What follows belongs to an exercise in optimizing a design on an open flow for small area and a short achievable clock period; a production flow would make more cautious choices. At most, simulation tests tie the RTL to the original design; equivalence was not proved.

Design ic_line_codec, start of the top module:
module ic_line_codec (
    input  wire         clk,
    input  wire         rst,             
    input  wire         rd_valid,
    input  wire [351:0] rd_line,         
    output wire         rd_out_valid,
    output wire [351:0] rd_out_line,     
    output wire [3:0]   rd_out_ce,
    output wire [3:0]   rd_out_ue,
    output wire [15:0]  rd_out_sym,      
    input  wire         wr_valid,
    input  wire [255:0] wr_data,         
    output reg          wr_out_valid,
    output reg  [95:0]  wr_out_check     
);
    wire [95:0] synd;
    wire [43:0] fit;
    wire [95:0] check;
    reg         rd_v_q;
    reg [351:0] rd_line_q;
    reg [31:0]  s0_q;
    reg [43:0]  fit_q;
    genvar l;
    generate
        for (l = 0; l < 4; l = l + 1) begin : g_lane
            ic_syndrome u_syn (
                .word (rd_line[88*l +: 88]),
                .synd (synd[24*l +: 24])
            );
            ic_locate u_loc (
  ...
For scale: roughly 5300 cells after synthesis, about 530 flip-flops, about 1100 I/O pins.
export LEC_CHECK = 0
export CAP_MARGIN = 20
export CORE_MARGIN = 2
export CORE_UTILIZATION = 55
export SETUP_SLACK_MARGIN = 2.8
export SLEW_MARGIN = 20
create_clock -name core_clock -period 6.0 [get_ports {clk}]
standard.sh (not shown) runs the stock make flow with config.mk's settings and CLKGATE_MAP_FILE= SYNTH_SCRIPT=/design/flow/synth_recipe.tcl, a recipe that flattens the netlist after the stock synthesis.
==> flow/flow/run.sh <==
#!/bin/bash
# The standard layout, with every input and output port buffered by a plain
# buffer cell instead of the one buffer_ports picks by default.
set -euo pipefail
export BUFFER_PORTS_ARGS="-buffer_cell sky130_fd_sc_hd__buf_2"
bash standard.sh > standard.log 2>&1
The starting point died in global routing.
Then changed:
--- a/flow/config.mk
+++ b/flow/config.mk
@@ -10,2 +10 @@
-export CORE_UTILIZATION = 55
-export SETUP_SLACK_MARGIN = 2.8
+export CORE_UTILIZATION = 40
What happened: Now the flow completed with no timing, DRC or antenna violations. Synthesized cell count stays the same. Synthesized area is unchanged.
Then changed:
--- a/flow/flow/run.sh
+++ b/flow/flow/run.sh
@@ -3 +3,2 @@
-# buffer cell instead of the one buffer_ports picks by default.
+# buffer cell instead of the one buffer_ports picks by default, and timing
+# repair limited to resizing, pin swaps and cloning.
@@ -5,0 +7 @@
+export SETUP_MOVE_SEQUENCE="unbuffer,sizeup,swap,clone"
--- a/flow/config.mk
+++ b/flow/config.mk
@@ -10 +10,2 @@
-export CORE_UTILIZATION = 40
+export CORE_UTILIZATION = 55
+export SETUP_SLACK_MARGIN = 2.2
What happened:
- setup slack improved by 0.69 ns
- global-route usage rose by 12 points
- via count rose by about 5.6%
- hold slack got worse by 0.0069 ns
- count of clock-buffer cells in the layout fell by 11
Then changed:
==> flow/flow/run.sh (replaced) <==
#!/bin/bash
# The standard layout, with every input and output port buffered by a plain
# buffer cell instead of the one buffer_ports picks by default.
set -euo pipefail
export BUFFER_PORTS_ARGS="-buffer_cell sky130_fd_sc_hd__buf_2"
bash standard.sh > standard.log 2>&1
Result:
- global-route usage falls by 0.26 points
- routed wire length falls by 1.6%
- synthesized cell count does not change
- final cell count rises by 2.0%

---

## onyx
Another version of the RTL of ic_line_codec (not shown whole).
Size: about 6100 cells after synthesis, roughly 920 flip-flops, roughly 1100 I/O pins.
Settings: LEC_CHECK=0, CAP_MARGIN=20, CORE_MARGIN=2, CORE_UTILIZATION=62, SETUP_SLACK_MARGIN=3.3, SLEW_MARGIN=20; clock period 6.0 ns.
==> flow/flow/run.sh <==
#!/bin/bash
# The standard layout, with every input and output port buffered by a plain
# buffer cell instead of the one buffer_ports picks by default.
set -euo pipefail
export BUFFER_PORTS_ARGS="-buffer_cell sky130_fd_sc_hd__buf_2"
bash standard.sh > standard.log 2>&1
Inputs modified between onyx and cedar:
- CORE_UTILIZATION changed from 62 to 55
- SETUP_SLACK_MARGIN changed from 3.3 to 3.2
[summary]
Lower wire length of the first global-routing pass goes to cedar over onyx.
Sort cedar and onyx by routed wire length, ascending, and cedar comes first.
| number of placement rows | lower: onyx |
Capture point of the critical path: wr_out_check[62] -> cedar, rd_out_ue[2] -> onyx
Delta (cedar minus onyx): sequential cell area closely matched the old numbers; count of plain and timing-repair buffers in the layout shrank by 132; total number of sequential cells essentially unchanged; minimum period implied by the final worst setup slack now sits lower; area of the multi-input gates decreased by 4.7% relative to the old numbers.
On non-filler instance count after layout, onyx tracks cedar almost exactly.
Summary of the comparison: layout clock buffer count is higher in cedar, relative to onyx.
#### Input delta (lagoon over cedar)
- swapping 3.2 for 3.3 in SETUP_SLACK_MARGIN
==> flow/flow/run.sh <==
#!/bin/bash
# The standard layout, with every input port buffered by buf_2 and every
# output port by buf_1 (flip-flops drive the outputs) instead of the buffer
# cell buffer_ports picks by default.
set -euo pipefail
export BUFFER_PORTS_ARGS="-inputs -buffer_cell sky130_fd_sc_hd__buf_2"
export POST_GLOBAL_PLACE_TCL="$PWD/flow/outbuf.tcl"
bash standard.sh > standard.log 2>&1
==> flow/flow/outbuf.tcl (new file) <==
# Buffer every output port; detailed placement legalizes the new buffers.
buffer_ports -outputs -buffer_cell sky130_fd_sc_hd__buf_1
==> notes.md <==
- On filler cell count in the final layout: lagoon sits below cedar.
- lagoon against cedar: fmax lower, H-tree level count saw little to no change, delay contributed by the slowest stage of the critical path fell 0.13 ns.
- lagoon vs cedar, launch point of the critical path: synd_q[29] vs wr_data[189]
- Compared with cedar, lagoon ends up with a larger final cell area.
- Compared lagoon vs cedar, and utilization is up in lagoon.
diff inputs: lagoon => garnet
- CORE_UTILIZATION changed from 55 to 50
==> flow/flow/run.sh <==
#!/bin/bash
# The standard layout, with every input and output port buffered by a plain
# buffer cell instead of the one buffer_ports picks by default.
set -euo pipefail
export BUFFER_PORTS_ARGS="-buffer_cell sky130_fd_sc_hd__buf_2"
bash standard.sh > standard.log 2>&1
removed: flow/flow/outbuf.tcl
==> notes.md <==
Both conditions hold for garnet: the flow ran to the end and the final layout passed the timing, DRC and antenna checks. Going from lagoon to garnet, tapcell count moved up; buffers plus inverters on the worst setup path lost 2; final standard cell area without fillers increased by about 0.3% relative to the old numbers; share of cells above drive strength 1 climbed 5.5 points.
The following lists how tundra was set up differently from garnet:
- SETUP_SLACK_MARGIN changed from 3.3 to 3.1
Results
Global-route total usage across every layer is higher on garnet. Number of vias per cell after detailed routing for tundra is lower than for garnet. Of the two values seen for end point of the critical path, wr_out_check[25] was produced by tundra and rd_out_line[17] by garnet. Comparing garnet against tundra, there is no change at all in maximum root-to-sink buffer count. garnet has a higher final worst-path setup slack than tundra. Startpoint of the most critical setup path = wr_data[125]: tundra; startpoint of the most critical setup path = synd_q[7]: garnet. garnet → tundra: design area fell 0.0025 mm^2; maximum frequency fell about 4%.

---

ic_line_codec, a different RTL version from the one above (not shown whole).
Size: ~5,400 cells after synthesis, ~530 flip-flops, roughly 1,100 I/O pins, about 53,000 sq um of cells after synthesis.
## ic_line_codec
module ic_line_codec (
    input  wire         clk,
    input  wire         rst,             
    input  wire         rd_valid,
    input  wire [351:0] rd_line,         
    output wire         rd_out_valid,
    output wire [351:0] rd_out_line,     
    output wire [3:0]   rd_out_ce,
    output wire [3:0]   rd_out_ue,
    output wire [15:0]  rd_out_sym,      
    input  wire         wr_valid,
    input  wire [255:0] wr_data,         
    output reg          wr_out_valid,
    output reg  [95:0]  wr_out_check     
);
clock: 6.0 ns
lec_check: 0
cap_margin: 20
core_margin: 2
core_utilization: 40
slew_margin: 20
==> flow/flow/run.sh <==
#!/bin/bash
# The standard layout, with every input and output port buffered by a plain
# buffer cell instead of the one buffer_ports picks by default.
set -euo pipefail
export BUFFER_PORTS_ARGS="-buffer_cell sky130_fd_sc_hd__buf_2"
bash standard.sh > standard.log 2>&1
The baseline finished clean.
Rerun with:
==> flow/run.sh (new file) <==
#!/bin/bash
# synth_recipe.tcl (not shown) runs the flow's synth.tcl, then flattens the netlist and writes it again
# the make line also repeats each setting of config.mk as NAME=value (left out here)
make -C /OpenROAD-flow-scripts/flow DESIGN_CONFIG=/design/flow/config.mk WORK_HOME=/design/flow/orfs CLKGATE_MAP_FILE= SYNTH_SCRIPT=/design/flow/synth_recipe.tcl finish
removed: flow/flow/run.sh
removed: flow/standard.sh
=>
- The new run finished clean
- first-iteration DRC count is lower by roughly a tenth
- design area came out higher by roughly a tenth
- worst setup slack gets worse by 0.20 ns
- non-clock buffer count climbs by 121
- synthesized cell count is unchanged
- wire length grows by a few percent
- die area stays the same
- global-route usage rose by 1.2 points
- area after synthesis stays the same

---

## run 4
ic_line_codec, a different RTL version from the one above (not shown whole).
Size: ~6000 cells after synthesis, roughly 1100 I/O pins, roughly 59000 µm² of cells after synthesis.
export LEC_CHECK = 0
export CAP_MARGIN = 20
export CORE_MARGIN = 2
export CORE_UTILIZATION = 55
export SETUP_SLACK_MARGIN = 3.3
export SLEW_MARGIN = 20
create_clock -name core_clock -period 6.0 [get_ports {clk}]
==> flow/flow/run.sh <==
#!/bin/bash
# The standard layout, with every input and output port buffered by a plain
# buffer cell instead of the one buffer_ports picks by default.
set -euo pipefail
export BUFFER_PORTS_ARGS="-buffer_cell sky130_fd_sc_hd__buf_2"
bash standard.sh > standard.log 2>&1
Both conditions hold for run 4: the flow ran to the end and the final layout passed the timing, DRC and antenna checks.
Modified inputs, run 3 compared to run 4
==> flow/flow/run.sh <==
#!/bin/bash
# The standard layout, with every input and output port buffered by a plain
# buffer cell instead of the one buffer_ports picks by default, and timing
# repair limited to resizing, pin swaps and cloning.
set -euo pipefail
export BUFFER_PORTS_ARGS="-buffer_cell sky130_fd_sc_hd__buf_2"
export SETUP_MOVE_SEQUENCE="unbuffer,sizeup,swap,clone"
bash standard.sh > standard.log 2>&1
### Flow results
Run 3: no failed stages, no open violations at the end
Sequential share of layout area: run 3 higher than run 4
Compared to run 4, run 3 shows a narrower setup margin.
Compared with run 4, the detailed router inserted more vias in run 3.
Higher finished layout cell area was reported by run 4, not run 3.
Per the comparison of run 3 with run 4, clock skew increased by 0.0043 ns relative to the old numbers; fraction of the cycle the final worst path needs increased by 12 points relative to the old numbers; shortest period the worst path allows increased by 0.71 ns relative to the old numbers.
No run of this note included a check of the RTL's function; only the layout flow was run.

-- static timing again, ports no longer ideal --
No port has a modelled driver above. Below, the same layouts with a new extraction and two added sets of constraints.
Step 1, drivers: a clkbuf_16 drives clk and a buf_2 each remaining input, both assumed.
Step 2 also shifts input and output timing later by t, the mid clock arrival at the registers, as if the neighbouring blocks saw the same clock.
a / b / c = ideal / step 1 / step 2; a / b = the first two.
| run | shift t [ns] | slack for setup (ns) | worst setup path at the end |
|---|---|---|---|
| the second run of note 1 | 0.740 | 1.392 / 1.447 / 0.707 | input to register |
| the third run of note 1 | 0.726 | 2.081 / 2.108 / 1.382 | input to register |
| the fourth run of note 1 | 0.723 | 2.031 / 2.083 / 1.360 | input to register |
| onyx | 0.766 | 2.943 / 2.943 / 2.522 | input to register |
| cedar | 0.756 | 3.193 / 3.195 / 2.442 | input to register |
| lagoon | 0.788 | 3.162 / 3.162 / 2.528 | input to register |
| garnet | 0.780 | 3.201 / 3.201 / 2.473 | input to register |
| tundra | 0.776 | 3.079 / 3.114 / 2.359 | input to register |
| the first run of note 3 | 0.734 | 1.003 / 1.056 / 0.322 | input to register |
| the second run of note 3 | 0.742 | 0.799 / 0.848 / 0.107 | input to register |
| run 4 | 0.803 | 3.113 / 3.113 / 2.482 | input to register |
| run 3 | 0.806 | 2.398 / 2.398 / 2.398 | register to register |
After both steps every run listed still meets setup and hold. For cedar, which loses most, drivers alone change the setup slack by +0.002 ns; drivers and shift together by -0.751 ns.
